This is an optimization exercise on Yosys and OpenROAD, whose aim is small area, a short achievable clock period and few clock cycles per item, not a production implementation.
RTL that was checked went through simulation tests only; none was proved equivalent to the original.

## aes_core
module aes_core (
    input  wire         clk,
    input  wire         rst,          
    input  wire         key_load,     
    input  wire         key_len256,   
    input  wire [255:0] key_in,
    input  wire         start,        
    input  wire         decrypt,      
    input  wire [127:0] din,
    output wire         ready,
    output reg          done,         
    output wire [127:0] dout
);
Size in the first run: about 11000 cells after synthesis, about 1800 flip-flops, about 520 I/O pins, roughly 110000 µm² of cells after synthesis.
Settings: LEC_CHECK=0, CAP_MARGIN=30, CORE_MARGIN=2, CORE_UTILIZATION=50, CTS_CLUSTER_DIAMETER=50, CTS_CLUSTER_SIZE=40, GPL_ROUTABILITY_DRIVEN=0, SLEW_MARGIN=30; clock period 12.0 ns.
standard.sh (not shown) runs the stock make flow with config.mk's settings and CLKGATE_MAP_FILE= SYNTH_SCRIPT=/design/flow/synth_recipe.tcl, a recipe that flattens the netlist after the stock synthesis.
==> flow/flow/run.sh <==
#!/bin/bash
# Layout flow: the standard flow (standard synthesis, floorplan, placement,
# CTS, routing) unchanged, except that timing repair aims for a setup slack of
# SETUP_SLACK_MARGIN ns (from flow/margin) instead of 0 against the 12 ns clock,
# so that the tools size and buffer the design for a shorter period.
set -euo pipefail
MARGIN=$(cat flow/margin)
echo "setup margin $MARGIN" > run.log
bash standard.sh SETUP_SLACK_MARGIN="$MARGIN" finish > standard.log 2>&1
echo "done" >> run.log
==> flow/flow/margin <==
8
Testbench counts at the start, summed over its fixed seeds: cycles 10,301, blocks 768.
Edit:
--- a/flow/flow/run.sh
+++ b/flow/flow/run.sh
@@ -9 +9 @@
-bash standard.sh SETUP_SLACK_MARGIN="$MARGIN" finish > standard.log 2>&1
+bash standard.sh SETUP_SLACK_MARGIN="$MARGIN" RECOVER_POWER=50 finish > standard.log 2>&1
- CTS_CLUSTER_DIAMETER: 50 -> default
- CTS_CLUSTER_SIZE: 40 -> default
- GPL_ROUTABILITY_DRIVEN: 0 -> default
Result: Now the flow completed, yet does not pass: max-capacitance violations, max-slew violations. Fmax goes down by 44%. Area after synthesis does not change. Cell area fell by 0.43%. Global-route usage went up by 1.0 points.

---

## pine
aes_core, a different RTL version from the one above (not shown whole).
Size: about 11,000 cells after synthesis, about 1,800 flip-flops, about 520 I/O pins, roughly 110,000 um2 of cells after synthesis.
==> flow/config.mk <==
export PLATFORM = sky130hd
export DESIGN_NAME = aes_core
export DESIGN_NICKNAME = aes_core
export VERILOG_FILES = /design/flow/design.v
export SDC_FILE = /design/flow/constraint.sdc
export NUM_CORES = 8
export LEC_CHECK = 0
export CAP_MARGIN = 30
export CORE_MARGIN = 2
export CORE_UTILIZATION = 30
export SLEW_MARGIN = 30
==> flow/constraint.sdc <==
create_clock -name core_clock -period 12.0 [get_ports {clk}]
set_input_delay 2.4000 -clock core_clock [delete_from_list [all_inputs] [get_ports {clk}]]
set_output_delay 2.4000 -clock core_clock [all_outputs]
set_load 0.01 [all_outputs]
==> flow/flow/run.sh <==
#!/bin/bash
# Layout flow: the standard flow (standard synthesis, floorplan, placement,
# CTS, routing) unchanged, except that timing repair aims for a setup slack of
# SETUP_SLACK_MARGIN ns (from flow/margin) instead of 0 against the 12 ns clock,
# so that the tools size and buffer the design for a shorter period.
set -euo pipefail
MARGIN=$(cat flow/margin)
echo "setup margin $MARGIN" > run.log
bash standard.sh SETUP_SLACK_MARGIN="$MARGIN" finish > standard.log 2>&1
echo "done" >> run.log
==> flow/flow/margin <==
6.5
## Diff of input files: cedar against pine
==> flow/flow/margin <==
8
Findings:
Total track usage is higher on cedar. Between cedar and pine, the clock period minus worst slack is lower for cedar. Compared to pine, cedar has period utilization 9.6 points lower. cedar against pine: post-detailed-routing wire length saw an increase, count of buffers not belonging to the clock network in the layout saw an increase. Changes observed in cedar relative to pine: sequential cell count about even, wire length on met3 rose 34%.
No functional check of the RTL was part of any run of this note.

---

aes_core, a different RTL version from the one above (not shown whole).
For scale: roughly 520 I/O pins, about 110000 sq um of cells after synthesis.
export LEC_CHECK = 0
export CAP_MARGIN = 30
export CORE_MARGIN = 2
export CORE_UTILIZATION = 50
export SLEW_MARGIN = 30
create_clock -name core_clock -period 12.0 [get_ports {clk}]
==> flow/flow/margin <==
8.5
Scripts as last shown in full above: flow/flow/run.sh
Edit:
==> flow/flow/margin (replaced) <==
8
- setup slack is better by 72 ps
- sequential share of layout area climbs by 2.9 points
- die area does not change
Edit:
--- a/flow/config.mk
+++ b/flow/config.mk
@@ -8,4 +8,4 @@
 export CAP_MARGIN = 30
 export CORE_MARGIN = 2
-export CORE_UTILIZATION = 50
+export CORE_UTILIZATION = 65
 export SLEW_MARGIN = 30
After rerunning: The new run completed with no timing, DRC or antenna violations. Setup slack gets worse by 390 ps. Non-clock buffer count went down by 59. Worst hold slack gets better by 29 ps. Synthesized area stays the same.
Edit:
==> flow/flow/margin (replaced) <==
7.5
--- a/flow/config.mk
+++ b/flow/config.mk
@@ -8,4 +8,4 @@
 export CAP_MARGIN = 30
 export CORE_MARGIN = 2
-export CORE_UTILIZATION = 65
+export CORE_UTILIZATION = 50
 export SLEW_MARGIN = 30
After rerunning: Via count decreases by 12%. Clock-buffer cell count climbs by 14. First-iteration DRC count falls by 32%. Wire length went down by 7.8%. Design area is lower by 7.4%. Non-clock buffer count fell by 479. Global-route usage decreases by 11 points. Synthesized cell count does not change. Die area rose by 30%.
No run of this note included a check of the RTL's function; only the layout flow was run.

-- port drivers added, routing unchanged --
In the flow no input, the clock included, has a driving cell. The finished layouts below were timed again as built, in two steps. Step 1: set_driving_cell puts a clkbuf_16 on clk and a buf_2 on each other input, an assumption about the parent block. Step 2, shift: input delay + t, output delay - t, t = (earliest + latest rising clock arrival at the registers) / 2. This alone moves slack from input paths to output paths. Three values: no drivers, after step 1, after step 2; two values: the first two.
run | t (ns) | slack for setup (ns) | worst slew at a driven data input, ns | pins driven straight from the clock port
the first run of note 1 | 0.976 | 7.763 / 7.763 / 6.917 | 0.20 | 1
the second run of note 1 | 0.963 | 4.390 / 4.390 / 4.183 | 0.12 | 1
pine | 1.011 | 6.380 / 6.380 / 6.037 | 0.35 | 1
cedar | 1.042 | 7.534 / 7.534 / 7.018 | 0.32 | 1
the first run of note 3 | 0.992 | 7.561 / 7.561 / 7.561 | 0.14 | 1
the second run of note 3 | 0.978 | 7.633 / 7.633 / 7.091 | 0.10 | 1
the third run of note 3 | 0.984 | 7.246 / 7.246 / 7.012 | 0.14 | 1
the fourth run of note 3 | 0.945 | 7.439 / 7.383 / 6.723 | 0.11 | 1
For the first run of note 1, which loses most, drivers alone change the setup slack by 0.000 ns; drivers and shift together by -0.846 ns.
